This design comes from an exercise in tuning for small area, a short achievable clock period and few clock cycles per item on the open sky130 flow, not from production work. Only simulation tests tie the RTL to the original design; equivalence was not proved. Power and IR drop assume default switching activity.

<file path="design/flow/config.mk">
export PLATFORM = sky130hd
export DESIGN_NAME = comb_mgr
export DESIGN_NICKNAME = comb_mgr
export VERILOG_FILES = /design/flow/design.v
export SDC_FILE = /design/flow/constraint.sdc
export NUM_CORES = 4
export LEC_CHECK = 0
export ABC_CLOCK_PERIOD_IN_PS = 3500
export CAP_MARGIN = 20
export CORE_MARGIN = 2
export CORE_UTILIZATION = 40
export SLEW_MARGIN = 20
</file>
<file path="design/flow/design.v">
module comb_mgr (
    input             clk,
    input             rst,
    input             cmd_valid,
    output            cmd_ready,
    input      [2:0]  cmd_op,
    input      [23:0] cmd_arg,
    input      [7:0]  cmd_tag,
    input             cmd_fallback,
    output reg        rsp_valid,
    output reg        rsp_ok,
    output reg [31:0] rsp_data
);
    localparam NCELL = 16;
    integer c, i;
    reg         rdy_q;
    reg  [7:0]  do_q;         
    reg  [23:0] arg_q;
    reg  [7:0]  tag_q;
    reg         fb_q;
    reg  [7:0]  le_q;         
    reg         hinz_q;       
    reg  [7:0]  cdec_q;       
    reg  [15:0] idec_q;       
    assign cmd_ready = rdy_q;
    reg [7:0] le_d;
    always @* begin
        for (c = 0; c < 8; c = c + 1)
            le_d[c] = (cmd_arg <= (24'd256 << (2 * c)));
    end
    reg rst_q;
    always @(posedge clk) begin
        rst_q <= rst;
        if (rst) begin
            rdy_q <= 1'b0;
            do_q  <= 8'd0;
        end else begin
            rdy_q <= 1'b1;
            do_q  <= 8'd0;
            if (cmd_valid && rdy_q)
                do_q[cmd_op] <= 1'b1;
        end
        arg_q  <= cmd_arg;
        tag_q  <= cmd_tag;
        fb_q   <= cmd_fallback;
        le_q   <= le_d;
        hinz_q <= |cmd_arg[20:5];
        for (c = 0; c < 8; c = c + 1)
            cdec_q[c] <= cmd_arg[23:21] == c;
        for (i = 0; i < NCELL; i = i + 1)
            idec_q[i] <= cmd_arg[3:0] == i;
    end
    wire op_alloc   = do_q[0];
    wire op_free    = do_q[1];
    wire op_reclaim = do_q[2];
    wire op_config  = do_q[4];
    wire op_build   = do_q[5];
    reg  [NCELL-1:0] free_bit [0:7];    
    reg  [7:0]       cell_tag [0:7][0:NCELL-1];  
    reg  [4:0]       count     [0:7];    
    reg  [4:0]       cfg_count [0:7];    
    reg  [4:0]       low_thr   [0:7];
    reg  [4:0]       eff_high  [0:7];    
    reg              built;
    reg              build_err;
    wire [2:0] a_comb = arg_q[23:21];
    wire [3:0] a_idx  = arg_q[3:0];
    wire       big = !le_q[7];
    reg  [7:0] elig;
    reg  [2:0] req;
    always @* begin
        req = 3'd7;
        for (c = 7; c >= 0; c = c - 1)
            if (le_q[c]) req = c[2:0];
        for (c = 0; c < 8; c = c + 1)
            elig[c] = !big && (c == 0 ? le_q[0] :
                               ((le_q[c] && !le_q[c-1]) || (fb_q && le_q[c-1])));
    end
    reg [NCELL-1:0] sel [0:7];
    always @* begin
        for (c = 0; c < 8; c = c + 1)
            for (i = 0; i < NCELL; i = i + 1)
                sel[c][i] = cdec_q[c] && idec_q[i];
    end
    reg  [7:0] cfg_big;
    wire       cfg_bad = |cfg_big;
    reg [7:0]       has_free, cand, srv_oh;
    reg [NCELL-1:0] first_oh [0:7];
    reg [3:0]       first_idx [0:7];
    reg [2:0]       srv_comb;
    reg [3:0]       srv_idx;
    wire            srv_found = |cand;
    always @* begin
        for (c = 0; c < 8; c = c + 1) begin
            has_free[c]    = |free_bit[c];
            first_oh[c][0] = free_bit[c][0];
            for (i = 1; i < NCELL; i = i + 1)
                first_oh[c][i] = free_bit[c][i] && !(|(free_bit[c] & ((16'd1 << i) - 16'd1)));
            first_idx[c] = 4'd0;
            for (i = 0; i < NCELL; i = i + 1)
                first_idx[c] = first_idx[c] | (first_oh[c][i] ? i[3:0] : 4'd0);
        end
        cand = has_free & elig;
        srv_oh[0] = cand[0];
        for (c = 1; c < 8; c = c + 1)
            srv_oh[c] = cand[c] && !(|(cand & ((8'd1 << c) - 8'd1)));
        srv_comb = 3'd0;
        srv_idx  = 4'd0;
        for (c = 0; c < 8; c = c + 1) begin
            srv_comb = srv_comb | (srv_oh[c] ? c[2:0] : 3'd0);
            srv_idx  = srv_idx  | (srv_oh[c] ? first_idx[c] : 4'd0);
        end
    end
    wire fr_pre = op_free && !hinz_q && !arg_q[4];
    reg [NCELL-1:0] valid [0:7];      
    reg [NCELL-1:0] am    [0:7];      
    reg [NCELL-1:0] we    [0:7];      
    reg [NCELL-1:0] free_nx [0:7];
    reg [7:0]       c_free, c_am;     
    reg             setf;
    always @* begin
        c_free = 8'd0;
        c_am   = 8'd0;
        for (c = 0; c < 8; c = c + 1)
            for (i = 0; i < NCELL; i = i + 1) begin
                valid[c][i] = (i < count[c]);
                am[c][i]    = (cell_tag[c][i] == tag_q) && valid[c][i] && !free_bit[c][i];
                we[c][i]    = op_alloc && srv_oh[c] && first_oh[c][i];
                setf        = (op_reclaim && am[c][i]) ||
                              (fr_pre && sel[c][i] && am[c][i]);
                if (op_build)
                    free_nx[c][i] = !cfg_bad && (i < cfg_count[c]);
                else
                    free_nx[c][i] = (free_bit[c][i] || setf) && !we[c][i];
                c_free[c] = c_free[c] | (sel[c][i] & free_bit[c][i]);
                c_am[c]   = c_am[c]   | (sel[c][i] & am[c][i]);
            end
    end
    wire fr_invalid = hinz_q || (arg_q[4:0] >= count[a_comb]);
    wire [4:0] cf_low  = arg_q[12:8];
    wire [4:0] cf_high = arg_q[20:16];
    reg        v1, tick1, query1, lowclr1, build1, reclaim1, lasterr1, ok1;
    reg        free_op1;   
    reg        fr_idx1;    
    reg [7:0]  c_free1, c_am1;
    reg [31:0] lerr1;      
    reg [2:0]  comb1;    
    reg [6:0]  data1;    
    reg        afail1;   
    reg [2:0]  req1;
    reg        inv1;           
    always @(posedge clk) begin
        for (c = 0; c < 8; c = c + 1)
            for (i = 0; i < NCELL; i = i + 1)
                if (we[c][i])
                    cell_tag[c][i] <= tag_q;
        ok1   <= !(op_build && cfg_bad);
        comb1 <= a_comb;
        data1 <= op_alloc ? {srv_comb, srv_idx} : 7'd0;
        req1  <= req;
        inv1    <= fr_invalid;
        fr_idx1 <= !hinz_q && !arg_q[4];
        c_free1 <= c_free;
        c_am1   <= c_am;
        if (rst) begin
            v1       <= 1'b0;
            tick1    <= 1'b0;
            query1   <= 1'b0;
            lowclr1  <= 1'b0;
            build1   <= 1'b0;
            reclaim1 <= 1'b0;
            lasterr1 <= 1'b0;
            free_op1 <= 1'b0;
            afail1   <= 1'b0;
        end else begin
            v1       <= |do_q;
            tick1    <= do_q[3];
            query1   <= do_q[6];
            lowclr1  <= op_config && cf_low == 5'd0;
            build1   <= op_build;
            reclaim1 <= op_reclaim;
            lasterr1 <= do_q[7];
            free_op1 <= op_free;
            afail1   <= op_alloc && !srv_found;
        end
        lerr1 <= {tag_q, arg_q};
        if (rst_q) begin
            built     <= 1'b0;
            build_err <= 1'b0;
            for (c = 0; c < 8; c = c + 1) begin
                free_bit[c]  <= {NCELL{1'b0}};
                count[c]     <= 5'd0;
                cfg_count[c] <= 5'd0;
                cfg_big[c]   <= 1'b0;
                low_thr[c]   <= 5'd0;
                eff_high[c]  <= 5'd0;
            end
        end else begin
            for (c = 0; c < 8; c = c + 1)
                free_bit[c] <= free_nx[c];
            if (op_config) begin
                cfg_count[a_comb] <= arg_q[4:0];
                cfg_big[a_comb]   <= arg_q[4:0] > 5'd16;
                low_thr[a_comb]   <= cf_low;
                eff_high[a_comb]  <= (cf_high < cf_low) ? cf_low : cf_high;
            end
            if (op_build) begin
                built     <= !cfg_bad;
                build_err <= cfg_bad;
                for (c = 0; c < 8; c = c + 1)
                    count[c] <= cfg_bad ? 5'd0 : cfg_count[c];
            end
        end
    end
    reg [4:0] fcnt     [0:7];
    reg [4:0] run_min  [0:7];    
    reg [4:0] prev_min [0:7];
    reg [7:0] low_state;
    reg [7:0] ftot;               
    reg [31:0] last_err;
    reg [7:0]  fail_cnt [0:7];
    function [2:0] pop4(input [3:0] v);
        reg s01, c01, s23, c23;
        begin
            s01  = v[0] ^ v[1];
            c01  = v[0] & v[1];
            s23  = v[2] ^ v[3];
            c23  = v[2] & v[3];
            pop4 = {c01 & c23, c01 ^ c23 ^ (s01 & s23), s01 ^ s23};
        end
    endfunction
    function [4:0] pop16(input [15:0] v);
        reg [3:0] lo, hi;
        begin
            lo    = {1'b0, pop4(v[3:0])}  + {1'b0, pop4(v[7:4])};
            hi    = {1'b0, pop4(v[11:8])} + {1'b0, pop4(v[15:12])};
            pop16 = {1'b0, lo} + {1'b0, hi};
        end
    endfunction
    reg [4:0] pc [0:7];
    reg [4:0] minrun [0:7];
    reg [7:0] tk_set, tk_clr, tk_low;
    always @* begin
        for (c = 0; c < 8; c = c + 1) begin
            pc[c] = pop16(free_bit[c]);
            minrun[c] = (fcnt[c] < run_min[c]) ? fcnt[c] : run_min[c];
            tk_low[c] = low_state[c];
            tk_set[c] = 1'b0;
            tk_clr[c] = 1'b0;
            if (minrun[c] < low_thr[c] && !tk_low[c]) begin
                tk_set[c] = 1'b1;
                tk_low[c] = 1'b1;
            end
            if (tk_low[c] && fcnt[c] >= eff_high[c]) begin
                tk_clr[c] = 1'b1;
                tk_low[c] = 1'b0;
            end
        end
    end
    wire frfail1 = free_op1 && !(fr_idx1 && |c_am1);
    wire free1   = |c_free1;
    reg        v2, ok2, reclaim2;
    reg [31:0] data2;
    always @(posedge clk) begin
        ok2   <= ok1 && !afail1 && !frfail1;
        data2 <= {8'd0, data1[6:4], 17'd0, data1[3:0]};
        if (afail1)
            data2 <= {29'd0, req1};
        if (frfail1)
            data2 <= {30'd0, inv1 ? 2'd1 : free1 ? 2'd2 : 2'd3};
        if (tick1)
            data2 <= {16'd0, tk_clr, tk_set};
        if (query1)
            data2 <= {fail_cnt[comb1], 5'd0, build_err, built,
                      low_state[comb1], 3'd0, prev_min[comb1],
                      3'd0, fcnt[comb1]};
        if (lasterr1)
            data2 <= last_err;
        for (c = 0; c < 8; c = c + 1)
            fcnt[c] <= pc[c];
        ftot <= (({3'd0, fcnt[0]} + {3'd0, fcnt[1]}) + ({3'd0, fcnt[2]} + {3'd0, fcnt[3]})) +
                (({3'd0, fcnt[4]} + {3'd0, fcnt[5]}) + ({3'd0, fcnt[6]} + {3'd0, fcnt[7]}));
        v2       <= !rst && v1;
        reclaim2 <= reclaim1;
        if (rst_q) begin
            last_err  <= 32'd0;
            for (c = 0; c < 8; c = c + 1)
                fail_cnt[c] <= 8'd0;
            low_state <= 8'd0;
            for (c = 0; c < 8; c = c + 1) begin
                run_min[c]  <= 5'd0;
                prev_min[c] <= 5'd0;
            end
        end else begin
            if (frfail1)
                last_err <= lerr1;
            if (afail1 && fail_cnt[req1] != 8'hFF)
                fail_cnt[req1] <= fail_cnt[req1] + 8'd1;
            for (c = 0; c < 8; c = c + 1)
                run_min[c] <= minrun[c];
            if (tick1) begin
                low_state <= tk_low;
                for (c = 0; c < 8; c = c + 1) begin
                    prev_min[c] <= minrun[c];
                    run_min[c]  <= fcnt[c];
                end
            end
            if (lowclr1)
                low_state[comb1] <= 1'b0;
            if (build1)
                for (c = 0; c < 8; c = c + 1)
                    run_min[c] <= 5'd31;
        end
    end
    reg [7:0]  ftot_p;
    reg        v3, ok3, reclaim3;
    reg [31:0] data3;
    always @(posedge clk) begin
        ftot_p   <= ftot;
        ok3      <= ok2;
        reclaim3 <= reclaim2;
        data3    <= data2;
        v3       <= !rst && v2;
    end
    always @(posedge clk) begin
        rsp_valid <= !rst && v3;
        rsp_ok    <= ok3;
        rsp_data  <= reclaim3 ? {24'd0, ftot - ftot_p} : data3;
    end
endmodule
</file>
<file path="design/flow/flow/run.sh">
#!/bin/bash
# Standard ORFS layout (standard.sh), with two changes made through make
# variables: timing repair aims at a setup slack margin well inside the
# clock period, and clock tree synthesis uses larger sink clusters and no
# dummy loads. make's full output goes to standard_make.log; each ORFS step
# keeps its own log under orfs/logs/.
set -euo pipefail
bash standard.sh SETUP_SLACK_MARGIN=8.5 TNS_END_PERCENT=100 \
  "CTS_ARGS=-sink_clustering_enable -repair_clock_nets -dont_use_dummy_load -sink_clustering_size 22 -sink_clustering_max_diameter 100" \
  finish > standard_make.log 2>&1
</file>
<file path="design/flow/standard.sh">
#!/bin/bash
# synth_recipe.tcl (not shown) runs the flow's synth.tcl, then flattens the netlist and writes it again
# the make line also repeats each setting of config.mk as NAME=value (left out here)
make -C /OpenROAD-flow-scripts/flow DESIGN_CONFIG=/design/flow/config.mk WORK_HOME=/design/flow/orfs CLKGATE_MAP_FILE= SYNTH_SCRIPT=/design/flow/synth_recipe.tcl "${@:-finish}"
</file>
<file path="design/flow/constraint.sdc">
create_clock -name core_clock -period 12.0 [get_ports {clk}]
set_input_delay 2.4000 -clock core_clock [delete_from_list [all_inputs] [get_ports {clk}]]
set_output_delay 2.4000 -clock core_clock [all_outputs]
set_load 0.01 [all_outputs]
</file>
==> run_results.csv, run 1 <==
group,metric,value,unit
clock_network,clockRootBuffer,"clkbuf_16",
route,avgViaCountPerCell,5.86,
critical_path,cp_cell_sequence,"buf_12, nor4_4, buf_12, or3b_4, nor3_4, nand2_2, or3_4, or3b_1, a21oi_1",
yosys,async_flop_share,0,
final_layout,regMostFlops,"cell_tag",
route,ant_nets,0,
timing,final.setup_skew,0.112,ns
timing,finalSetupViolCount,0,
critical_path,crit_required,12.73,ns
final_layout,nFillCells,20300,
global_route,grt_antenna_before_repair,21,
route,drc,0,
final_layout,final_cell_mix,"edfxtp_1 (1208), xor2_1 (616), dfxtp_1 (519)",
yosys,synth_seq_area_share,0.548,
final_layout,multi_input_area,38000,µm²
route,vias,61600,
floorplanning,die_w,474,µm
hold_path,worstHoldPathCells,0,
clock_network,numCtsBuffers,97,
yosys,syn_avg_cell_area,11.5,µm²
critical_path,crit_slowest_cell,"or3b_4",
critical_path,timing.rr.start,"fcnt[5][1]",
hold_path,hold_start,"data2[4]",
yosys,synth_xor_xnor_area_share,0.107,
clock_network,clock-sinks,1812,
final_layout,largest_reg_flops,1024,
place,hpwlAfterDp,194000,µm
yosys,synth_ff_type,"edfxtp_1",
final_layout,reg_top3,"cell_tag: 1024 flops, free_bit: 128 flops, fail_cnt: 64 flops",
timing,setup_tns,0,ns
route,routedWlPerCell,27.5,µm
timing,layout_min_cycle_time,3.80,ns
yosys,synth_top_family_by_area,"simple AND/OR/NAND/NOR gates",
global_route,grt_max_degree,100,
yosys,synth_cells,7670,
power,p_per_area,116,nW/µm²
route,dr.pass1.iters,8,
place,place.gp.congestion,0.958,
clock_network,clkTransAtPathRegs,0.09,ns
timing,timing.hold.ws,0.254,ns
floorplanning,fp.dieArea,224000,µm²
final_layout,final_nets,8124,
global_route,grt_pass1_vias,58900,
final_layout,mostFrequentLayoutCell,"edfxtp_1",
timing,rsz0062_at_grt,"true",
run,cap_violations,0,
route,drtIter0Drc,6978,
yosys,synthSimpleGateAreaFrac,0.111,
timing,final_hold_viol_count,0,
yosys,netlist_area,88300,µm²
critical_path,cp_num_buf_inv,2,
global_route,grt_pass1_wl,416000,µm
timing,finalCritPeriodShare,0.317,
yosys,yosys.area_share.adder,0.0707,
critical_path,worstSetupPathType,"in -> reg",
power,p_leak,34.9,nW
critical_path,critPathMaxFanout,4,
timing,worst_pin_slew,1.14,ns
floorplanning,die_h,474,µm
place,post_dp_cell_area,92200,µm²
critical_path,reg2reg_to,"ftot[6]",
hold_path,hold_path_class,"reg -> reg",
critical_path,cp-end-kind,"register",
global_route,track_usage,0.250,
place,dp_slack,6.54,ns
timing,fmax,263,MHz
clock_network,cts_buffer_depth,3,
critical_path,worst_r2r_path_depth,15,
place,port_buffers,73,
critical_path,r2r_slack,8.32,ns
yosys,synth-compound-area-share,0.105,
floorplanning,io_pins,74,
timing,slew-limit-headroom,0.230,
yosys,yosysTopAreaCellShare,0.411,
final_layout,layout-drive-gt1-share,0.103,
yosys,synth_largest_area_cell,"edfxtp_1",
yosys,synth_warnings,16,
floorplanning,start_util,0.402,
critical_path,crit_family,"simple AND/OR/NAND/NOR gates",
timing,timing.final.ws_setup,8.20,ns
clock_network,clock_latency,0.80,ns
yosys,syn-num-nets,8161,
critical_path,arrival,4.54,ns
yosys,synth.area.mux_share,0.0214,
yosys,synth_area_leaders,"edfxtp_1 (41%), dfxtp_1 (14%), xor2_1 (6.2%)",
final_layout,final_area,96900,µm²
critical_path,crit_top_cell,"buf_12",
clock_network,cts_tree,"built",
yosys,synth-seq-cells,1812,
floorplanning,core-area,220000,µm²
critical_path,critical_path.startpoint_type,"input pin",
global_route,grt-ovfl-total,0,
power,ir_worst_vdd,0.125,mV
final_layout,ff_latch_area,48500,µm²
floorplanning,rows,172,
yosys,synth-edff-count,1208,
route,routed_wl,290000,µm
timing,report.final.slew_viol_count,0,
clock_network,htreeDepth,3,
critical_path,critPathMaxStageDelay,0.40,ns
final_layout,area_growth,9.77,%
yosys,synth_cell_types,95,
run_status,outcome,"complete, no violations",
hold_path,min_to,"data3[4]",
==> logic make-up (layout without fill, tap and decap cells) <==
kind of cell / Yosys count / in the layout
AO/OA/AOI/OAI: 1399 / 1399
AND/OR/NAND/NOR: 1932 / 1932
buffers and inverters: 835 / 796
adder cells (fa/ha/maj): 452 / 452
flip-flops: 1812 / 1812
XOR/XNOR: 1081 / 1081
multiplexers: 159 / 159
other: 0 / 15
==> layout make-up <==
type | instances | share of cell area
Sequential cell | 1812 | 0.501
Multi-Input combinational cell | 5023 | 0.392
Tap cell | 2871 | 0.0371
Timing Repair Buffer | 282 | 0.0281
Clock buffer | 97 | 0.0250
Inverter | 417 | 0.0163
Antenna cell | 15 | 0.000387
==> through the flow <==
stage          cells   util  power (mW)
2_1_floorplan   7670      -        7.51
3_5_place_dp   10300  0.420        7.87
5_1_grt        10500  0.441        11.6
4_1_cts        10500  0.437        11.3
3_3_place_gp   10300  0.420        7.85
6_report       10500  0.441        11.3
==> worst register-to-register path: stages (launching register included) <==
cell and delay [ns]:
dfxtp_4 0.42, inv_4 0.06, fa_2 0.56, inv_2 0.05, fa_2 0.54, inv_2 0.04
fa_2 0.53, inv_2 0.04, fa_2 0.37, ha_4 0.17, inv_2 0.05, fa_2 0.22
inv_2 0.03, a21o_1 0.16, a21oi_2 0.18, xnor2_2 0.14
==> repair_timing <==
item / in CTS / in global routing
buffers inserted: 42 / 25
pin swaps: 40 / 39
gates resized for setup: 436 / 170
setup endpoints to repair: 1164 / 602
gates cloned: 0 / 1
hold buffers: 0 / 0
==> cell usage after synthesis, types with 12 or more instances <==
| library cell | n |
|---|---|
| o211ai_1 | 35 |
| a2111oi_0 | 38 |
| a31oi_1 | 74 |
| nor4_1 | 151 |
| nand4_1 | 145 |
| xnor2_1 | 459 |
| o221ai_1 | 16 |
| o22ai_1 | 34 |
| o21a_1 | 47 |
| or3_1 | 58 |
| buf_2 | 117 |
| xor2_1 | 622 |
| nand3_1 | 197 |
| o32a_1 | 28 |
| nor3_1 | 165 |
| mux2_2 | 70 |
| clkbuf_1 | 273 |
| fa_1 | 78 |
| mux2i_1 | 72 |
| dfxtp_1 | 604 |
| inv_1 | 410 |
| or4_1 | 22 |
| o211a_1 | 12 |
| a311oi_1 | 15 |
| a21oi_1 | 428 |
| and4_1 | 22 |
| and2_1 | 58 |
| buf_1 | 26 |
| a211oi_1 | 49 |
| o31ai_1 | 21 |
| nand2b_1 | 57 |
| a41oi_1 | 28 |
| and3_1 | 70 |
| a22oi_1 | 78 |
| o21ai_0 | 197 |
| edfxtp_1 | 1208 |
| nor2b_1 | 61 |
| a21o_1 | 156 |
| mux4_2 | 17 |
| nor2_1 | 489 |
| or2_2 | 16 |
| nand2_1 | 357 |
| ha_1 | 374 |
| a221oi_1 | 28 |
==> worst max-delay path by stage <==
stage / from / to / slack (ns) / cells past startpoint
4_1_cts: cmd_arg[2] / le_q[7] / 8.22 / 9
2_1_floorplan: cmd_arg[5] / le_q[7] / 7.72 / 7
3_3_place_gp: cmd_arg[0] / le_q[6] / 6.24 / 8
6_report: cmd_arg[1] / le_q[7] / 8.20 / 9
5_1_grt: cmd_arg[1] / le_q[7] / 8.18 / 9
3_5_place_dp: cmd_arg[0] / le_q[5] / 6.54 / 7
==> report_power, final <==
| group | internal (mW) | total (mW) | switching (mW) |
|---|---|---|---|
| Sequential | 6.70 | 6.78 | 0.0872 |
| Clock | 1.44 | 3.43 | 1.99 |
| Combinational | 0.403 | 1.07 | 0.666 |
==> routing by layer <==
metal  part of all wire  routed length, µm  up-vias  GRT usage
met4              0.042              12200       10     0.0959
met2               0.44             128000     2633      0.385
met1               0.43             125000    31000      0.351
met3              0.083              24000      529     0.0449
met5            0.00025                 72        -          0
li1                   -                  -    27500          -
Testbench counts, summed over its fixed seeds: cycles 24,112, items 24,072.
==> inputs of run 2 (changes only) <==
--- a/design/flow/flow/run.sh
+++ b/design/flow/flow/run.sh
@@ -5,6 +5,6 @@
 # dummy loads. make's full output goes to standard_make.log; each ORFS step
 # keeps its own log under orfs/logs/.
 set -euo pipefail
-bash standard.sh SETUP_SLACK_MARGIN=8.5 TNS_END_PERCENT=100 \
+bash standard.sh SETUP_SLACK_MARGIN=8.65 TNS_END_PERCENT=100 \
   "CTS_ARGS=-sink_clustering_enable -repair_clock_nets -dont_use_dummy_load -sink_clustering_size 22 -sink_clustering_max_diameter 100" \
   finish > standard_make.log 2>&1
==> run 2 against run 1 <==
  * Worst setup slack lost 0.074 ns
  * Register-to-register slack better by 0.12 ns
  * Synthesized area unchanged
  * Synthesized cell count stayed put
  * Critical path depth did not move
  * Die area is the same
  * Critical path type unchanged
==> run_results.csv, run 2 <==
group,metric,value,unit
run_status,outcome,"complete, no violations",
floorplanning,io_pins,74,
power,ir_worst_vdd,0.101,mV
yosys,synth_common_cells,"edfxtp_1 (1208), xor2_1 (622), dfxtp_1 (604)",
place,place.gp.congestion,0.969,
floorplanning,rows,172,
power,p_sw_frac,0.243,
power,p_leak,35.8,nW
yosys,synth.most_common_cell,"edfxtp_1",
yosys,synth_largest_area_cell,"edfxtp_1",
critical_path,critical_path.startpoint_type,"input pin",
timing,report.final.slew_viol_count,0,
final_layout,final_cell_mix,"edfxtp_1 (1208), xor2_1 (609), dfxtp_1 (471)",
floorplanning,core-area,220000,µm²
final_layout,nFillCells,20100,
clock_network,clkTransAtPathRegs,0.09,ns
clock_network,clock-sinks,1812,
final_layout,layout-drive-gt1-share,0.132,
critical_path,critPathMaxFanout,7,
timing,slew-limit-headroom,0.195,
clock_network,numCtsBuffers,96,
route,avgViaCountPerCell,5.89,
yosys,syn-num-nets,8161,
global_route,grt_pass1_vias,59900,
final_layout,reg_top3,"cell_tag: 1024 flops, free_bit: 128 flops, fail_cnt: 64 flops",
global_route,grt_pass1_wl,422000,µm
route,ant_nets,0,
critical_path,critPathMaxStageDelay,0.41,ns
route,routed_wl,296000,µm
route,vias,62500,
power,switchingPower,2.75,mW
global_route,track_usage,0.255,
hold_path,hold_path_class,"reg -> reg",
floorplanning,die_h,474,µm
clock_network,cts_buffer_depth,3,
power,p_per_area,114,nW/µm²
place,hpwlAfterDp,192000,µm
final_layout,area_growth,11.9,%
route,dr.pass1.iters,7,
clock_network,cts_tree,"built",
timing,final_hold_viol_count,0,
critical_path,crit_required,12.72,ns
power,internal_power,8.55,mW
clock_network,holdBufCountCts,0,
timing,fmax,258,MHz
yosys,synth_area_leaders,"edfxtp_1 (41%), dfxtp_1 (14%), xor2_1 (6.2%)",
final_layout,regMostFlops,"cell_tag",
timing,finalSetupViolCount,0,
critical_path,cp_num_buf_inv,2,
yosys,async_flop_share,0,
yosys,synth_cell_types,95,
timing,worst_pin_slew,1.20,ns
route,drc,0,
final_layout,mostFrequentLayoutCell,"edfxtp_1",
critical_path,crit_family,"simple AND/OR/NAND/NOR gates",
critical_path,cp-end-kind,"register",
route,routedWlPerCell,27.9,µm
timing,layout_min_cycle_time,3.88,ns
clock_network,clockRootBuffer,"clkbuf_16",
floorplanning,fp.dieArea,224000,µm²
yosys,synth-seq-cells,1812,
run,cap_violations,0,
timing,final.setup_skew,0.123,ns
place,port_buffers,73,
final_layout,largest_reg_flops,1024,
critical_path,arrival,4.60,ns
power,power_frac_seq,0.599,
clock_network,htreeDepth,3,
yosys,synth_cells,7670,
yosys,synth_seq_area_share,0.548,
floorplanning,start_util,0.402,
critical_path,cp_cell_sequence,"buf_12, nor4_4, buf_6, or3b_4, nor3_4, nand2_1, or3_4, or3b_1, a21oi_1",
yosys,syn_avg_cell_area,11.5,µm²
global_route,grt_antenna_before_repair,20,
yosys,yosysTopAreaCellShare,0.411,
power,power.total,11.3,mW
floorplanning,die_w,474,µm
final_layout,final_nets,8231,
global_route,grt-ovfl-total,0,
route,drtIter0Drc,7153,
place,dp_slack,6.74,ns
yosys,synth-edff-count,1208,
yosys,synth_warnings,16,
critical_path,worstSetupPathType,"in -> reg",
critical_path,crit_slowest_cell,"or3b_4",
timing,rsz0062_at_grt,"true",
yosys,synth_ff_type,"edfxtp_1",
timing,timing.final.ws_setup,8.13,ns
yosys,netlist_area,88300,µm²
power,clock_power_share,0.301,
power,pwr-share-comb,0.100,
timing,finalCritPeriodShare,0.323,
timing,setup_tns,0,ns
clock_network,clock_latency,0.80,ns
global_route,grt_max_degree,94,
run 2: cell counts after synthesis:
Identical to the previous run, type by type.
run 2: through the flow:
step / util / hold slack (ns) / std cells / area [µm²]
2_1_floorplan: - / 0.310 / 7670 / 88400
3_3_place_gp: 0.420 / 0.310 / 10300 / 92200
3_5_place_dp: 0.420 / 0.312 / 10300 / 92200
4_1_cts: 0.440 / 0.328 / 10500 / 96700
5_1_grt: 0.450 / 0.339 / 10600 / 98700
6_report: 0.450 / 0.329 / 10600 / 98700
run 2: cells by family (layout without fill, tap and decap cells):
| logic type | after synthesis | after routing | synth area share |
|---|---|---|---|
| and+or+nand+nor | 1932 | 1932 | 0.111 |
| DFF | 1812 | 1812 | 0.548 |
| AOI/OAI and AO/OA | 1399 | 1399 | 0.105 |
| adders and majority gates | 452 | 452 | 0.0707 |
| xor gates and xnor gates | 1081 | 1081 | 0.107 |
| other | 0 | 8 | 0 |
| buffers and inverters | 835 | 903 | 0.0372 |
| muxes | 159 | 159 | 0.0214 |
run 2: routing by layer:
layer / share of wire / GRT usage / routed length [µm]
met1: 0.42 / 0.352 / 125000
met5: 0.00011 / 0 / 32
met2: 0.44 / 0.396 / 131000
met4: 0.047 / 0.0999 / 13800
met3: 0.088 / 0.0486 / 26000
run 2: power groups by stage:
stage | Sequential [mW] | Clock, mW | Combinational (mW)
CTS | 6.78 | 3.47 | 1.01
floorplan | 6.90 | 0 | 0.610
finish | 6.77 | 3.40 | 1.13
global route | 6.77 | 3.67 | 1.21
detailed placement | 6.93 | 0 | 0.934
global placement | 6.93 | 0 | 0.917
run 2: worst register-to-register path, cell delays in order (launching register included):
cell	delay, ns
dfxtp_4	0.39
inv_4	0.06
fa_2	0.59
inv_2	0.04
fa_2	0.52
inv_2	0.04
fa_2	0.52
inv_2	0.04
fa_2	0.36
ha_4	0.18
inv_2	0.05
fa_2	0.20
inv_1	0.04
a21o_1	0.15
a21oi_2	0.12
xnor2_1	0.14
run 2: layout make-up:
class / instances / area (µm²) / area share
Clock buffer: 96 / 2400 / 0.0243
Timing Repair Buffer: 390 / 3950 / 0.0400
Inverter: 417 / 1590 / 0.0161
Multi-Input combinational cell: 5023 / 38500 / 0.390
Antenna cell: 8 / 20.0 / 0.000203
Sequential cell: 1812 / 48700 / 0.493
Tap cell: 2871 / 3590 / 0.0364
run 2: timing repair:
item	CTS	global route
pin swaps	43	87
gates resized for setup	554	265
endpoints found under the setup margin	1276	902
gates cloned	6	2
buffers inserted	55	117
run 2: path summary, 6_finish.rpt:
kind                    from        to  slack (ns)  cells after the start
hold reg to reg     reclaim2  reclaim3        0.33                      0
setup reg to reg  fcnt[3][1]   ftot[6]        8.44                     15
setup / recovery  cmd_arg[1]   le_q[7]        8.13                      9
hold / removal      reclaim2  reclaim3        0.33                      0
==> inputs of run 3 (changes only) <==
--- a/design/flow/design.v
+++ b/design/flow/design.v
@@ -23,10 +23,14 @@
     reg  [7:0]  cdec_q;       
     reg  [15:0] idec_q;       
     assign cmd_ready = rdy_q;
-    reg [7:0] le_d;
+    reg [11:0] pz;            
+    reg [7:0]  le_d;
     always @* begin
+        for (i = 0; i < 12; i = i + 1)
+            pz[i] = !(cmd_arg[2*i+1] | cmd_arg[2*i]);
         for (c = 0; c < 8; c = c + 1)
-            le_d[c] = (cmd_arg <= (24'd256 << (2 * c)));
+            le_d[c] = !cmd_arg[9+2*c] && (&(pz | ((12'd1 << (c + 5)) - 12'd1))) &&
+                      (!cmd_arg[8+2*c] || (&(pz | (12'hFFF << (c + 4)))));
     end
     reg rst_q;
     always @(posedge clk) begin
--- a/design/flow/flow/run.sh
+++ b/design/flow/flow/run.sh
@@ -5,6 +5,6 @@
 # dummy loads. make's full output goes to standard_make.log; each ORFS step
 # keeps its own log under orfs/logs/.
 set -euo pipefail
-bash standard.sh SETUP_SLACK_MARGIN=8.65 TNS_END_PERCENT=100 \
+bash standard.sh SETUP_SLACK_MARGIN=8.5 TNS_END_PERCENT=100 \
   "CTS_ARGS=-sink_clustering_enable -repair_clock_nets -dont_use_dummy_load -sink_clustering_size 22 -sink_clustering_max_diameter 100" \
   finish > standard_make.log 2>&1
==> run 3 against run 2 <==
  * Still clean on timing, DRC and antenna
  * Sequential power hardly changed
  * Maximum frequency is 2.6% higher
  * First-iteration DRC count is 0.25% lower
  * Die area is 0.18% higher
  * Sequential cell count stayed put
  * Core utilization is 0.82 points lower
  * Sequential share of layout area is 0.69 points higher
  * Global-route usage is 0.21 points lower
  * Critical path type unchanged
  * Critical endpoint is now le_q[5]
  * Largest power group unchanged
==> run_results.csv, run 3 <==
group,metric,value,unit
route,routedWlPerCell,27.6,µm
yosys,synth_ff_type,"edfxtp_1",
yosys,synth_xor_xnor_area_share,0.107,
clock_network,clock_latency,0.81,ns
timing,worst_pin_slew,1.14,ns
route,ant_nets,0,
global_route,grt_max_degree,109,
critical_path,critPathMaxFanout,7,
yosys,netlist_area,88400,µm²
clock_network,numCtsBuffers,100,
timing,timing.hold.ws,0.301,ns
route,drc,0,
yosys,async_flop_share,0,
timing,layout_min_cycle_time,3.78,ns
yosys,synth.area.mux_share,0.0197,
yosys,syn-num-nets,8127,
floorplanning,io_pins,74,
route,routed_wl,292000,µm
clock_network,cts_tree,"built",
timing,final_hold_viol_count,0,
timing,setup_tns,0,ns
clock_network,clockRootBuffer,"clkbuf_16",
clock_network,cts_buffer_depth,3,
critical_path,arrival,4.51,ns
timing,timing.final.ws_setup,8.22,ns
floorplanning,start_util,0.402,
clock_network,htreeDepth,3,
yosys,synth.most_common_cell,"edfxtp_1",
yosys,synth-seq-cells,1812,
yosys,synth_common_cells,"edfxtp_1 (1208), xor2_1 (662), dfxtp_1 (604)",
yosys,yosysTopAreaCellShare,0.410,
route,drtIter0Drc,7135,
yosys,syn_avg_cell_area,11.6,µm²
yosys,synth_seq_area_share,0.547,
clock_network,clock-sinks,1812,
run,cap_violations,0,
floorplanning,core-area,220000,µm²
power,p_per_area,116,nW/µm²
timing,slew-limit-headroom,0.236,
timing,fmax,265,MHz
critical_path,crit_required,12.74,ns
final_layout,final_core_util,0.442,
global_route,grt_pass1_wl,420000,µm
critical_path,cp-end-kind,"register",
timing,finalSetupViolCount,0,
yosys,synth-compound-area-share,0.107,
timing,rsz0062_at_grt,"true",
final_layout,largest_reg_flops,1024,
final_layout,multi_input_area,37900,µm²
yosys,synth_largest_area_cell,"edfxtp_1",
yosys,synth_cells,7635,
floorplanning,die_w,474,µm
final_layout,final_cell_mix,"edfxtp_1 (1208), xor2_1 (660), dfxtp_1 (539)",
yosys,synth_warnings,16,
final_layout,nFillCells,20200,
route,dr.pass1.iters,9,
final_layout,area_growth,9.74,%
global_route,track_usage,0.253,
place,place.gp.congestion,0.970,
global_route,grt_pass1_vias,58800,
final_layout,mostFrequentLayoutCell,"edfxtp_1",
yosys,synth-edff-count,1208,
run_status,outcome,"complete, no violations",
place,hpwlAfterDp,198000,µm
floorplanning,rows,172,
place,dp_slack,6.34,ns
power,ir_worst_vdd,0.107,mV
yosys,yosys.area_share.adder,0.0707,
route,vias,61500,
timing,final.setup_skew,0.113,ns
yosys,synth_area_leaders,"edfxtp_1 (41%), dfxtp_1 (14%), xor2_1 (6.6%)",
global_route,grt_antenna_before_repair,13,
final_layout,ff_latch_area,48500,µm²
place,port_buffers,73,
critical_path,worstSetupPathType,"in -> reg",
floorplanning,fp.dieArea,225000,µm²
final_layout,regMostFlops,"cell_tag",
critical_path,critical_path.startpoint_type,"input pin",
yosys,synth_cell_types,104,
yosys,synthSimpleGateAreaFrac,0.111,
yosys,synth_top_family_by_area,"simple AND/OR/NAND/NOR gates",
final_layout,reg_top3,"cell_tag: 1024 flops, free_bit: 128 flops, fail_cnt: 64 flops",
floorplanning,die_h,474,µm
final_layout,final_nets,8093,
final_layout,layout-drive-gt1-share,0.100,
timing,report.final.slew_viol_count,0,
route,avgViaCountPerCell,5.82,
timing,finalCritPeriodShare,0.315,
hold_path,hold_path_class,"reg -> reg",
power,p_leak,35.0,nW
global_route,grt-ovfl-total,0,
clock_network,clkTransAtPathRegs,0.09,ns
## run 3: changes by cell type after synthesis, moves of 21 or more
cell	before	now
a31oi_1	74	51
buf_4	1	31
nor4_1	151	173
o22ai_1	34	55
xnor2_1	459	418
xor2_1	622	662
## run 3: final timing paths
check | endpoint | from | depth (start not counted) | slack [ns]
worst min-delay path | reclaim3 | reclaim2 | 0 | 0.30
worst max register to register | ftot[6] | fcnt[4][1] | 15 | 8.35
worst max-delay path | le_q[5] | cmd_arg[1] | 9 | 8.22
worst min register to register | reclaim3 | reclaim2 | 0 | 0.30
## run 3: cells by family (layout without fill, tap and decap cells)
kind of cell | Yosys count | in the layout
buf+inv | 829 | 793
simple gates | 1899 | 1899
other cells | 0 | 8
mux | 149 | 149
fa+ha+maj | 453 | 453
compound gates | 1413 | 1413
flops | 1812 | 1812
xor+xnor | 1080 | 1080
## run 3: critical path: stages
cell	delay (ns)
buf_12	0.11
nor4_4	0.31
buf_12	0.20
or3b_4	0.41
nor3_4	0.13
nand2b_1	0.10
or3_4	0.34
or3_4	0.34
a21oi_2	0.15
## run 3: power by group
group	leakage [nW]	internal, mW	switching, mW
clock	1.23	1.48	2.00
combinational	17.7	0.333	0.616
sequential	16.1	6.69	0.0857
total	35.0	8.50	2.71
## run 3: area by class of cell
cell class / count / area share
Tap cell: 2958 / 0.0381
Multi-Input combinational cell: 4994 / 0.390
Clock buffer: 100 / 0.0258
Antenna cell: 8 / 0.000206
Timing Repair Buffer: 275 / 0.0295
Inverter: 418 / 0.0162
Sequential cell: 1812 / 0.500
## run 3: metal layers
| layer | track usage | up-vias | part of all wire |
|---|---|---|---|
| met5 | 0 | - | 0.000096 |
| met4 | 0.115 | 4 | 0.050 |
| met3 | 0.0415 | 563 | 0.081 |
| met2 | 0.385 | 2815 | 0.44 |
| met1 | 0.354 | 30800 | 0.43 |
| li1 | - | 27400 | - |
## run 3: stage by stage
step                      total power, mW  instances  cell area [µm²]
after floorplan                      7.47       7635            88500
after global placement               7.80      10400            92400
after detailed placement             7.82      10400            92400
after CTS                            11.3      10500            96100
after global routing                 11.6      10600            97000
final                                11.2      10600            97000
## run 3: repair_timing
action	in CTS	in global routing
setup buffers	37	30
resized for setup	426	146
gates cloned	1	1
setup endpoints to repair	883	764
hold endpoints to repair	0	0
hold buffers	0	0
pin swaps	34	42
Testbench counts of run 3, summed over its fixed seeds: cycles 24,112, items 24,072.
==> inputs of run 4 (changes only) <==
--- a/design/flow/design.v
+++ b/design/flow/design.v
@@ -18,20 +18,11 @@
     reg  [23:0] arg_q;
     reg  [7:0]  tag_q;
     reg         fb_q;
-    reg  [7:0]  le_q;         
+    reg  [11:0] pz_q;         
     reg         hinz_q;       
     reg  [7:0]  cdec_q;       
     reg  [15:0] idec_q;       
     assign cmd_ready = rdy_q;
-    reg [11:0] pz;            
-    reg [7:0]  le_d;
-    always @* begin
-        for (i = 0; i < 12; i = i + 1)
-            pz[i] = !(cmd_arg[2*i+1] | cmd_arg[2*i]);
-        for (c = 0; c < 8; c = c + 1)
-            le_d[c] = !cmd_arg[9+2*c] && (&(pz | ((12'd1 << (c + 5)) - 12'd1))) &&
-                      (!cmd_arg[8+2*c] || (&(pz | (12'hFFF << (c + 4)))));
-    end
     reg rst_q;
     always @(posedge clk) begin
         rst_q <= rst;
@@ -47,7 +38,8 @@
         arg_q  <= cmd_arg;
         tag_q  <= cmd_tag;
         fb_q   <= cmd_fallback;
-        le_q   <= le_d;
+        for (i = 0; i < 12; i = i + 1)
+            pz_q[i] <= !(cmd_arg[2*i+1] | cmd_arg[2*i]);
         hinz_q <= |cmd_arg[20:5];
         for (c = 0; c < 8; c = c + 1)
             cdec_q[c] <= cmd_arg[23:21] == c;
@@ -69,16 +61,15 @@
     reg              build_err;
     wire [2:0] a_comb = arg_q[23:21];
     wire [3:0] a_idx  = arg_q[3:0];
-    wire       big = !le_q[7];
-    reg  [7:0] elig;
+    reg  [7:0] le;
     reg  [2:0] req;
     always @* begin
+        for (c = 0; c < 8; c = c + 1)
+            le[c] = !arg_q[9+2*c] && (&(pz_q | ((12'd1 << (c + 5)) - 12'd1))) &&
+                    (!arg_q[8+2*c] || (&(pz_q | (12'hFFF << (c + 4)))));
         req = 3'd7;
         for (c = 7; c >= 0; c = c - 1)
-            if (le_q[c]) req = c[2:0];
-        for (c = 0; c < 8; c = c + 1)
-            elig[c] = !big && (c == 0 ? le_q[0] :
-                               ((le_q[c] && !le_q[c-1]) || (fb_q && le_q[c-1])));
+            if (le[c]) req = c[2:0];
     end
     reg [NCELL-1:0] sel [0:7];
     always @* begin
@@ -93,7 +84,7 @@
     reg [3:0]       first_idx [0:7];
     reg [2:0]       srv_comb;
     reg [3:0]       srv_idx;
-    wire            srv_found = |cand;
+    wire            srv_found = |srv_oh;
     always @* begin
         for (c = 0; c < 8; c = c + 1) begin
             has_free[c]    = |free_bit[c];
@@ -104,10 +95,10 @@
             for (i = 0; i < NCELL; i = i + 1)
                 first_idx[c] = first_idx[c] | (first_oh[c][i] ? i[3:0] : 4'd0);
         end
-        cand = has_free & elig;
-        srv_oh[0] = cand[0];
-        for (c = 1; c < 8; c = c + 1)
-            srv_oh[c] = cand[c] && !(|(cand & ((8'd1 << c) - 8'd1)));
+        cand = has_free & le;
+        for (c = 0; c < 8; c = c + 1)
+            srv_oh[c] = cand[c] && (fb_q ? !(|(cand & ((8'd1 << c) - 8'd1)))
+                                         : (c == 0 || !le[c-1]));
         srv_comb = 3'd0;
         srv_idx  = 4'd0;
         for (c = 0; c < 8; c = c + 1) begin
@@ -220,7 +211,7 @@
     reg [4:0] run_min  [0:7];    
     reg [4:0] prev_min [0:7];
     reg [7:0] low_state;
-    reg [7:0] ftot;               
+    reg [6:0] ftot_a, ftot_b;     
     reg [31:0] last_err;
     reg [7:0]  fail_cnt [0:7];
     function [2:0] pop4(input [3:0] v);
@@ -282,8 +273,8 @@
             data2 <= last_err;
         for (c = 0; c < 8; c = c + 1)
             fcnt[c] <= pc[c];
-        ftot <= (({3'd0, fcnt[0]} + {3'd0, fcnt[1]}) + ({3'd0, fcnt[2]} + {3'd0, fcnt[3]})) +
-                (({3'd0, fcnt[4]} + {3'd0, fcnt[5]}) + ({3'd0, fcnt[6]} + {3'd0, fcnt[7]}));
+        ftot_a <= ({2'd0, fcnt[0]} + {2'd0, fcnt[1]}) + ({2'd0, fcnt[2]} + {2'd0, fcnt[3]});
+        ftot_b <= ({2'd0, fcnt[4]} + {2'd0, fcnt[5]}) + ({2'd0, fcnt[6]} + {2'd0, fcnt[7]});
         v2       <= !rst && v1;
         reclaim2 <= reclaim1;
         if (rst_q) begin
@@ -316,11 +307,12 @@
                     run_min[c] <= 5'd31;
         end
     end
-    reg [7:0]  ftot_p;
+    reg [6:0]  ftot_ap, ftot_bp;
     reg        v3, ok3, reclaim3;
     reg [31:0] data3;
     always @(posedge clk) begin
-        ftot_p   <= ftot;
+        ftot_ap  <= ftot_a;
+        ftot_bp  <= ftot_b;
         ok3      <= ok2;
         reclaim3 <= reclaim2;
         data3    <= data2;
@@ -329,6 +321,7 @@
     always @(posedge clk) begin
         rsp_valid <= !rst && v3;
         rsp_ok    <= ok3;
-        rsp_data  <= reclaim3 ? {24'd0, ftot - ftot_p} : data3;
+        rsp_data  <= reclaim3 ? {24'd0, ({1'b0, ftot_a} - {1'b0, ftot_ap}) +
+                                        ({1'b0, ftot_b} - {1'b0, ftot_bp})} : data3;
     end
 endmodule
==> run 4 against run 3 <==
  * Still clean
  * Sequential power is 0.7% higher
  * Final cell count is 0.29% lower
  * Sequential cell count is 16 higher
  * Register-to-register slack better by 0.16 ns
  * Clock skew is 0.0038 ns higher
  * Sequential share of layout area is 0.49 points higher
  * Die area hardly changed
  * Largest cell class unchanged
  * Highest routed layer unchanged
==> run_results.csv, run 4 <==
group,metric,value,unit
final_layout,layout-drive-gt1-share,0.0945,
yosys,synth-compound-area-share,0.106,
yosys,synth_common_cells,"edfxtp_1 (1208), xor2_1 (702), dfxtp_1 (620)",
clock_network,clkTransAtPathRegs,0.09,ns
route,routed_wl,290000,µm
place,dp_slack,7.31,ns
power,p_per_area,116,nW/µm²
yosys,netlist_area,88400,µm²
route,ant_nets,0,
final_layout,final_core_util,0.440,
global_route,gr-usage-met1,0.351,
place,place.gp.congestion,0.951,
global_route,use_met3,0.0392,
global_route,grt-ovfl-total,0,
critical_path,critPathMaxFanout,1,
timing,final_hold_viol_count,0,
timing,rsz0062_at_grt,"true",
yosys,async_flop_share,0,
power,pwr-share-comb,0.077,
yosys,synth.area.mux_share,0.0152,
final_layout,largest_reg_flops,1024,
hold_path,hold_path_class,"reg -> reg",
final_layout,mostFrequentLayoutCell,"edfxtp_1",
clock_network,cts_buffer_depth,3,
global_route,grt_pass1_vias,58600,
global_route,track_usage,0.251,
yosys,synth_ff_type,"edfxtp_1",
yosys,synth.most_common_cell,"edfxtp_1",
final_layout,final_cell_mix,"edfxtp_1 (1208), xor2_1 (697), dfxtp_1 (550)",
final_layout,area_growth,9.42,%
route,vias,61000,
final_layout,final_area,96800,µm²
yosys,synth_top_family_by_area,"simple AND/OR/NAND/NOR gates",
route,routedWlPerCell,27.5,µm
timing,timing.final.ws_setup,8.34,ns
floorplanning,die_w,474,µm
power,power.total,11.2,mW
global_route,met2_usage,0.388,
yosys,synth_cells,7639,
run_status,outcome,"complete, no violations",
yosys,syn_avg_cell_area,11.6,µm²
route,dr.pass1.iters,10,
global_route,grt-busiest-layer,"met2",
timing,final.setup_skew,0.117,ns
critical_path,cp_cell_sequence,"buf_6",
final_layout,final_cells,10500,
clock_network,numCtsBuffers,99,
yosys,synth_cell_types,111,
timing,layout_min_cycle_time,3.66,ns
yosys,synthSimpleGateAreaFrac,0.108,
run,cap_violations,0,
timing,setup_tns,0,ns
yosys,synth_warnings,17,
power,switchingPower,2.68,mW
clock_network,cts_tree,"built",
floorplanning,core-area,220000,µm²
power,ir_worst_vdd,0.118,mV
yosys,synth-seq-cells,1828,
floorplanning,start_util,0.402,
floorplanning,fp.dieArea,225000,µm²
final_layout,regMostFlops,"cell_tag",
critical_path,crit_family,"flip-flops",
clock_network,holdBufCountCts,0,
power,power_frac_seq,0.611,
clock_network,clock-sinks,1828,
power,p_leak,35.4,nW
clock_network,clockRootBuffer,"clkbuf_16",
route,drtIter0Drc,6433,
yosys,synth_largest_area_cell,"edfxtp_1",
place,port_buffers,73,
critical_path,cp-end-kind,"output pin",
critical_path,critical_path.startpoint_type,"register",
yosys,synth-edff-count,1208,
timing,timing.hold.ws,0.302,ns
critical_path,crit_slowest_cell,"dfxtp_2",
power,clock_power_share,0.312,
floorplanning,die_h,474,µm
global_route,grt_antenna_before_repair,12,
global_route,grt_pass1_wl,416000,µm
route,avgViaCountPerCell,5.79,
global_route,grt_max_degree,85,
critical_path,crit_required,9.60,ns
timing,finalSetupViolCount,0,
floorplanning,rows,172,
yosys,yosys.area_share.adder,0.0722,
critical_path,critPathMaxStageDelay,0.33,ns
yosys,synth_seq_area_share,0.551,
yosys,synth_area_leaders,"edfxtp_1 (41%), dfxtp_1 (14%), xor2_1 (7.0%)",
timing,fmax,273,MHz
power,p_sw_frac,0.240,
timing,worst_pin_slew,1.27,ns
floorplanning,io_pins,74,
timing,slew-limit-headroom,0.149,
place,dp_cells,10400,
critical_path,arrival,1.26,ns
final_layout,final_nets,8068,
power,internal_power,8.50,mW
place,post_dp_cell_area,92200,µm²
final_layout,reg_top3,"cell_tag: 1024 flops, free_bit: 128 flops, fail_cnt: 64 flops",
timing,report.final.slew_viol_count,0,
critical_path,cp_num_buf_inv,1,
clock_network,htreeDepth,3,
yosys,synth_xor_xnor_area_share,0.108,
yosys,syn-num-nets,8139,
clock_network,clock_latency,0.83,ns
timing,finalCritPeriodShare,0.305,
place,hpwlAfterDp,199000,µm
critical_path,worstSetupPathType,"reg -> out",
yosys,yosysTopAreaCellShare,0.410,
route,drc,0,
-- run 4: changes by cell type in the layout (fill, tap and decap cells not counted), sizes merged, moves of 23 or more --
cell	before	now
a211oi	56	118
a21oi	422	382
a31oi	51	74
buf	239	215
inv	410	444
mux2	73	28
nand2	364	393
nand3	192	169
nor3	170	145
o21a	61	26
o22ai	55	32
xnor2	418	382
xor2	662	703
-- run 4: timing repair --
| item | 4_1_cts | 5_1_grt |
|---|---|---|
| pin swaps | 22 | 20 |
| resized for setup | 390 | 181 |
| buffers inserted | 20 | 26 |
| setup endpoints to repair | 1171 | 728 |
| cloned | 1 | 2 |
-- run 4: final timing paths --
check | startpoint | end | slack [ns] | depth (start not counted)
worst min-delay path | data2[27] | data3[27] | 0.30 | 0
worst max register to register | c_am1[1] | data2[1] | 8.51 | 9
worst max-delay path | rsp_ok | rsp_ok | 8.34 | 1
worst min register to register | data2[27] | data3[27] | 0.30 | 0
-- run 4: layout make-up --
cell class	instances	area, µm²
fillers	20300	123000
flip-flops and latches	1828	48800
multi-input cells	4929	37500
well taps	2958	3700
repair buffers	257	2510
clock buffers	99	2480
inverters	453	1710
diodes	10	25.0
-- run 4: power by group through the flow --
stage | Combinational (mW) | Clock [mW] | Sequential, mW
6_report | 0.859 | 3.49 | 6.83
3_3_place_gp | 0.803 | 0 | 6.98
3_5_place_dp | 0.816 | 0 | 6.98
2_1_floorplan | 0.519 | 0 | 6.95
5_1_grt | 0.931 | 3.76 | 6.84
4_1_cts | 0.839 | 3.56 | 6.84
-- run 4: logic make-up (layout without fill, tap and decap cells) --
group	count (synthesis)	after routing
AO/OA/AOI/OAI	1385	1385
multiplexers	111	111
flip-flops	1828	1828
AND/OR/NAND/NOR	1887	1887
XOR/XNOR	1085	1085
buffers and inverters	882	809
adder cells (fa/ha/maj)	461	461
other	0	10
-- run 4: layer usage --
| metal | share of wire | vias up |
|---|---|---|
| li1 | - | 27200 |
| met1 | 0.43 | 30600 |
| met2 | 0.45 | 2612 |
| met3 | 0.078 | 523 |
| met4 | 0.044 | 4 |
| met5 | 0.000086 | - |
Testbench counts of run 4, summed over its fixed seeds: cycles 24,112, items 24,072.
==> inputs of run 5 (changes only) <==
--- a/design/flow/flow/run.sh
+++ b/design/flow/flow/run.sh
@@ -5,6 +5,6 @@
 # dummy loads. make's full output goes to standard_make.log; each ORFS step
 # keeps its own log under orfs/logs/.
 set -euo pipefail
-bash standard.sh SETUP_SLACK_MARGIN=8.5 TNS_END_PERCENT=100 \
+bash standard.sh SETUP_SLACK_MARGIN=8.4 TNS_END_PERCENT=100 \
   "CTS_ARGS=-sink_clustering_enable -repair_clock_nets -dont_use_dummy_load -sink_clustering_size 22 -sink_clustering_max_diameter 100" \
   finish > standard_make.log 2>&1
==> run 5 against run 4 <==
  * Routed wire length is 0.80% lower
  * Critical endpoint unchanged
  * Register-to-register slack lost 0.11 ns
  * Non-clock buffer count shrank 20
  * Die area is the same
  * Critical path depth unchanged
  * First-iteration DRC count increased by 0.81%
  * Core utilization shrank 0.29 points
  * Synthesized cell count unchanged
  * Largest power group unchanged
  * Still clean
  * Sequential power hardly changed
  * Sequential share of layout area rose by 0.29 points
  * Via count decreased by 0.44%
==> run_results.csv, run 5 <==
group,metric,value,unit
hold_path,hold_start,"data2[27]",
yosys,synth_area_leaders,"edfxtp_1 (41%), dfxtp_1 (14%), xor2_1 (7.0%)",
place,port_buffers,73,
power,internal_power,8.49,mW
timing,timing.final.ws_setup,8.34,ns
critical_path,cp-end-kind,"output pin",
place,place.gp.congestion,0.951,
route,dr.pass1.iters,10,
run_status,outcome,"complete, no violations",
place,hpwlAfterDp,199000,µm
timing,final_hold_viol_count,0,
timing,finalCritPeriodShare,0.305,
floorplanning,core-area,220000,µm²
route,ant_nets,0,
yosys,synth-edff-count,1208,
clock_network,clock_latency,0.82,ns
floorplanning,start_util,0.402,
yosys,netlist_area,88400,µm²
floorplanning,fp.dieArea,225000,µm²
route,drc,0,
route,vias,60700,
timing,slew-limit-headroom,0.195,
clock_network,clockRootBuffer,"clkbuf_16",
route,avgViaCountPerCell,5.78,
critical_path,timing.rr.start,"req1[0]",
critical_path,cp_cell_sequence,"buf_6",
power,power_frac_seq,0.613,
route,routed_wl,288000,µm
critical_path,critPathMaxFanout,1,
critical_path,cp_num_buf_inv,1,
clock_network,numCtsBuffers,99,
timing,finalSetupViolCount,0,
global_route,grt_max_degree,87,
power,p_per_area,116,nW/µm²
yosys,async_flop_share,0,
critical_path,r2r_slack,8.40,ns
yosys,synth_warnings,17,
final_layout,largest_reg_flops,1024,
critical_path,critical_path.startpoint_type,"register",
critical_path,cp-startpoint,"rsp_ok",
critical_path,crit_family,"flip-flops",
critical_path,critPathMaxStageDelay,0.33,ns
final_layout,area_growth,8.70,%
clock_network,clkTransAtPathRegs,0.09,ns
yosys,synth_ff_type,"edfxtp_1",
floorplanning,io_pins,74,
final_layout,mostFrequentLayoutCell,"edfxtp_1",
critical_path,worstSetupPathType,"reg -> out",
power,pwr-share-comb,0.076,
power,p_leak,35.2,nW
clock_network,htreeDepth,3,
power,clock_power_share,0.312,
yosys,yosysTopAreaCellShare,0.410,
yosys,synth_largest_area_cell,"edfxtp_1",
critical_path,crit_required,9.60,ns
global_route,grt_pass1_vias,58300,
floorplanning,die_h,474,µm
yosys,synth_common_cells,"edfxtp_1 (1208), xor2_1 (702), dfxtp_1 (620)",
timing,final.setup_skew,0.112,ns
yosys,synth_seq_area_share,0.551,
power,switchingPower,2.67,mW
power,p_sw_frac,0.239,
route,drtIter0Drc,6485,
yosys,synth_cell_types,111,
place,dp_slack,7.31,ns
yosys,synth.most_common_cell,"edfxtp_1",
final_layout,layout-drive-gt1-share,0.0834,
timing,layout_min_cycle_time,3.66,ns
floorplanning,rows,172,
final_layout,final_cell_mix,"edfxtp_1 (1208), xor2_1 (700), dfxtp_1 (566)",
critical_path,arrival,1.26,ns
final_layout,nFillCells,20400,
timing,worst_pin_slew,1.20,ns
power,ir_worst_vdd,0.112,mV
critical_path,crit_slowest_cell,"dfxtp_2",
global_route,grt-ovfl-total,0,
final_layout,reg_top3,"cell_tag: 1024 flops, free_bit: 128 flops, fail_cnt: 64 flops",
global_route,track_usage,0.249,
clock_network,cts_buffer_depth,3,
timing,fmax,274,MHz
route,routedWlPerCell,27.4,µm
global_route,grt_pass1_wl,414000,µm
yosys,syn-num-nets,8139,
run,cap_violations,0,
floorplanning,die_w,474,µm
final_layout,regMostFlops,"cell_tag",
hold_path,hold_path_class,"reg -> reg",
global_route,grt_antenna_before_repair,12,
yosys,synth-seq-cells,1828,
timing,report.final.slew_viol_count,0,
final_layout,final_nets,8048,
timing,setup_tns,0,ns
timing,rsz0062_at_grt,"true",
yosys,synth_cells,7639,
yosys,syn_avg_cell_area,11.6,µm²
clock_network,cts_tree,"built",
clock_network,clock-sinks,1828,
==> run 5: logic make-up (layout without fill, tap and decap cells) <==
group / count (synthesis) / in the layout / share of synthesized area
AND/OR/NAND/NOR: 1887 / 1887 / 0.108
flip-flops: 1828 / 1828 / 0.551
AO/OA/AOI/OAI: 1385 / 1385 / 0.106
XOR/XNOR: 1085 / 1085 / 0.108
buffers and inverters: 882 / 789 / 0.0406
adder cells (fa/ha/maj): 461 / 461 / 0.0722
multiplexers: 111 / 111 / 0.0152
other: 0 / 6 / 0
==> run 5: stage by stage <==
stage | hold WS [ns] | util | power (mW) | instances | area (µm²)
after CTS | 0.308 | 0.435 | 11.2 | 10500 | 95500
after global routing | 0.324 | 0.437 | 11.5 | 10500 | 96100
final | 0.303 | 0.437 | 11.2 | 10500 | 96100
after floorplan | 0.310 | - | 7.47 | 7639 | 88400
after detailed placement | 0.312 | 0.420 | 7.80 | 10400 | 92200
after global placement | 0.310 | 0.420 | 7.78 | 10400 | 92200
==> run 5: worst paths after layout <==
path	endpoint	cells after the start
max	rsp_ok	1
min	data3[27]	0
max reg2reg	fail_cnt[4][7]	9
min reg2reg	data3[27]	0
==> run 5: area by class of cell <==
| type | instances | area, µm² | area share |
|---|---|---|---|
| clock buffers | 99 | 2480 | 0.0258 |
| flip-flops and latches | 1828 | 48800 | 0.508 |
| diodes | 6 | 15.0 | 0.000156 |
| inverters | 453 | 1700 | 0.0177 |
| repair buffers | 237 | 2270 | 0.0237 |
| well taps | 2958 | 3700 | 0.0385 |
| multi-input cells | 4929 | 37200 | 0.387 |
==> run 5: power by group through the flow <==
| stage | clock network [mW] | logic, mW | registers [mW] |
|---|---|---|---|
| floorplan | 0 | 0.519 | 6.95 |
| global placement | 0 | 0.803 | 6.98 |
| detailed placement | 0 | 0.816 | 6.98 |
| CTS | 3.56 | 0.830 | 6.84 |
| global route | 3.76 | 0.918 | 6.84 |
| finish | 3.48 | 0.846 | 6.84 |
==> run 5: layer usage <==
metal	GRT usage	share of wire	vias up
met5	0	0.00016	-
met4	0.103	0.045	8
met3	0.0383	0.077	519
met2	0.384	0.45	2541
met1	0.350	0.43	30500
li1	-	-	27200
==> run 5: repair_timing <==
| action | 4_1_cts | 5_1_grt |
|---|---|---|
| resized for setup | 328 | 119 |
| endpoints found under the setup margin | 1116 | 884 |
| hold buffers | 0 | 0 |
| cloned | 0 | 1 |
| buffers inserted | 18 | 10 |
| pin swaps | 16 | 10 |
==> inputs of run 6 (changes only) <==
--- a/design/flow/flow/run.sh
+++ b/design/flow/flow/run.sh
@@ -5,6 +5,6 @@
 # dummy loads. make's full output goes to standard_make.log; each ORFS step
 # keeps its own log under orfs/logs/.
 set -euo pipefail
-bash standard.sh SETUP_SLACK_MARGIN=8.4 TNS_END_PERCENT=100 \
+bash standard.sh SETUP_SLACK_MARGIN=8.3 TNS_END_PERCENT=100 \
   "CTS_ARGS=-sink_clustering_enable -repair_clock_nets -dont_use_dummy_load -sink_clustering_size 22 -sink_clustering_max_diameter 100" \
   finish > standard_make.log 2>&1
==> run 6 against run 5 <==
  * Synthesized area unchanged
  * Final area down 0.48%
  * Sequential cell count unchanged
  * Sequential share of layout area rose by 0.22 points
  * Critical path depth up 7
  * Clock power about the same
  * Critical endpoint is now cell_tag[45][7]
  * Still clean on timing, DRC and antenna
==> run_results.csv, run 6 <==
group,metric,value,unit
yosys,synth_cell_types,111,
timing,slew-limit-headroom,0.158,
yosys,synth_area_leaders,"edfxtp_1 (41%), dfxtp_1 (14%), xor2_1 (7.0%)",
critical_path,arrival,4.16,ns
place,port_buffers,73,
global_route,track_usage,0.249,
critical_path,crit_family,"simple AND/OR/NAND/NOR gates",
critical_path,cp-startpoint,"free_bit[1][0]",
route,routedWlPerCell,27.3,µm
timing,report.final.slew_viol_count,0,
critical_path,timing.rr.start,"free_bit[1][0]",
final_layout,regMostFlops,"cell_tag",
clock_network,numCtsBuffers,99,
global_route,grt_antenna_before_repair,13,
timing,layout_min_cycle_time,3.76,ns
global_route,grt_max_degree,87,
clock_network,cts_buffer_depth,3,
critical_path,crit_slowest_cell,"nor2_1",
clock_network,holdBufCountCts,0,
timing,fmax,266,MHz
yosys,synth_warnings,17,
critical_path,critPathMaxStageDelay,0.71,ns
floorplanning,start_util,0.402,
critical_path,r2r_slack,8.24,ns
yosys,netlist_area,88400,µm²
critical_path,critical_path.startpoint_type,"register",
critical_path,cp_num_buf_inv,1,
yosys,synth_ff_type,"edfxtp_1",
yosys,syn-num-nets,8139,
timing,finalSetupViolCount,0,
clock_network,clkTransAtPathRegs,0.09,ns
timing,worst_pin_slew,1.25,ns
global_route,grt-ovfl-total,0,
clock_network,clock_latency,0.82,ns
yosys,synth_largest_area_cell,"edfxtp_1",
route,avgViaCountPerCell,5.76,
critical_path,worstSetupPathType,"reg -> reg",
final_layout,largest_reg_flops,1024,
yosys,synth_common_cells,"edfxtp_1 (1208), xor2_1 (702), dfxtp_1 (620)",
yosys,synth_cells,7639,
floorplanning,die_h,474,µm
timing,final.setup_skew,0.110,ns
floorplanning,fp.dieArea,225000,µm²
yosys,synth-seq-cells,1828,
yosys,yosysTopAreaCellShare,0.410,
timing,rsz0062_at_grt,"true",
power,ir_worst_vdd,0.111,mV
yosys,synth_seq_area_share,0.551,
floorplanning,core-area,220000,µm²
final_layout,reg_top3,"cell_tag: 1024 flops, free_bit: 128 flops, fail_cnt: 64 flops",
final_layout,area_growth,8.18,%
yosys,synth-edff-count,1208,
clock_network,clock-sinks,1828,
route,ant_nets,0,
critical_path,cp-end-kind,"register",
clock_network,clockRootBuffer,"clkbuf_16",
run,cap_violations,0,
timing,setup_tns,0,ns
floorplanning,rows,172,
critical_path,cp_cell_sequence,"inv_1, ha_1, nand4_2, or3_4, nand3_2, o2111ai_2, or2_1, nor2_1",
power,p_per_area,117,nW/µm²
hold_path,hold_start,"data2[27]",
floorplanning,die_w,474,µm
timing,final_hold_viol_count,0,
final_layout,final_area,95700,µm²
timing,finalCritPeriodShare,0.313,
critical_path,crit_required,12.40,ns
place,post_dp_cell_area,92200,µm²
floorplanning,io_pins,74,
route,routed_wl,286000,µm
power,p_leak,35.1,nW
yosys,synth.most_common_cell,"edfxtp_1",
clock_network,htreeDepth,3,
clock_network,cts_tree,"built",
final_layout,layout-drive-gt1-share,0.0757,
place,place.gp.congestion,0.951,
global_route,grt_pass1_wl,414000,µm
critical_path,critPathMaxFanout,8,
hold_path,hold_path_class,"reg -> reg",
route,vias,60500,
route,drc,0,
route,drtIter0Drc,6629,
route,dr.pass1.iters,11,
global_route,grt_pass1_vias,58300,
yosys,syn_avg_cell_area,11.6,µm²
final_layout,mostFrequentLayoutCell,"edfxtp_1",
place,hpwlAfterDp,199000,µm
final_layout,final_cell_mix,"edfxtp_1 (1208), xor2_1 (701), dfxtp_1 (580)",
yosys,async_flop_share,0,
final_layout,final_nets,8036,
run_status,outcome,"complete, no violations",
-- run 6: cell counts after synthesis --
No cell type changed its count.
-- run 6: through the flow --
step | setup slack [ns] | power, mW | utilization | hold WS, ns | instances
after floorplan | 8.68 | 7.47 | - | 0.310 | 7639
after global placement | 7.42 | 7.78 | 0.420 | 0.310 | 10400
after detailed placement | 7.31 | 7.80 | 0.420 | 0.312 | 10400
after CTS | 8.27 | 11.2 | 0.434 | 0.308 | 10500
after global routing | 8.18 | 11.5 | 0.435 | 0.324 | 10500
final | 8.24 | 11.2 | 0.435 | 0.304 | 10500
-- run 6: timing repair --
item | CTS | global route
resized for setup | 290 | 74
gates cloned | 0 | 1
setup buffers | 11 | 5
setup endpoints to repair | 942 | 495
hold endpoints to repair | 0 | 0
pin swaps | 9 | 10
-- run 6: final timing paths --
path	to	cells past startpoint
max	cell_tag[45][7]	8
min	data3[27]	0
min reg2reg	data3[27]	0
max reg2reg	cell_tag[45][7]	8
-- run 6: logic make-up (layout without fill, tap and decap cells) --
family	Yosys count	after routing	synth area share
AND/OR/NAND/NOR	1887	1887	0.108
flip-flops	1828	1828	0.551
AO/OA/AOI/OAI	1385	1385	0.106
XOR/XNOR	1085	1085	0.108
buffers and inverters	882	777	0.0406
adder cells (fa/ha/maj)	461	461	0.0722
multiplexers	111	111	0.0152
other	0	7	0
-- run 6: routing by layer --
metal | wire length [µm] | vias to the layer above | global-route usage
met5 | 26 | - | 0
met4 | 12600 | 4 | 0.102
met3 | 21900 | 520 | 0.0407
met2 | 128000 | 2557 | 0.385
met1 | 124000 | 30300 | 0.348
li1 | - | 27100 | -
-- run 6: power by group --
group	internal, mW	switching [mW]
Clock	1.46	2.02
Sequential	6.74	0.0929
Combinational	0.279	0.556
Total	8.49	2.66
-- run 6: final cells by class --
type | count | area [µm²]
fillers | 20400 | 124000
well taps | 2958 | 3700
multi-input cells | 4929 | 37000
diodes | 7 | 17.5
repair buffers | 225 | 2040
flip-flops and latches | 1828 | 48800
clock buffers | 99 | 2480
inverters | 453 | 1700

re-timing with driven ports:
The results above use ideal ports. As a check the final layouts listed here were re-extracted and re-timed, cells and wires unchanged. Step 1 (the two cells are an assumption about what drives the block):
set clk [get_ports {clk}]
set_driving_cell -lib_cell sky130_fd_sc_hd__clkbuf_16 $clk
set_driving_cell -lib_cell sky130_fd_sc_hd__buf_2 [delete_from_list [all_inputs] $clk]
Step 2 times the ports against the registers' clock, not the clock port: input delays grow and output delays shrink by t, the midpoint of the rising clock arrivals with the driver on. Slacks: ideal / step 1 / step 2; pairs: ideal / step 1.
run	t (ns)	setup slack, ns	worst register clock-pin slew, ns	pins driven straight from the clock port
run 1	0.838	8.199 / 8.234 / 7.397	0.10 / 0.10	1
run 2	0.831	8.125 / 8.156 / 7.326	0.10 / 0.10	1
run 3	0.843	8.224 / 8.256 / 7.424	0.10 / 0.10	1
run 4	0.861	8.337 / 8.247 / 8.012	0.10 / 0.10	1
run 5	0.855	8.344 / 8.253 / 8.016	0.10 / 0.10	1
run 6	0.853	8.239 / 8.239 / 7.719	0.10 / 0.10	1
After both steps every run listed still meets setup and hold. The setup slack of run 1, which loses most, moves by +0.035 ns with the drivers and by -0.802 ns with both steps.
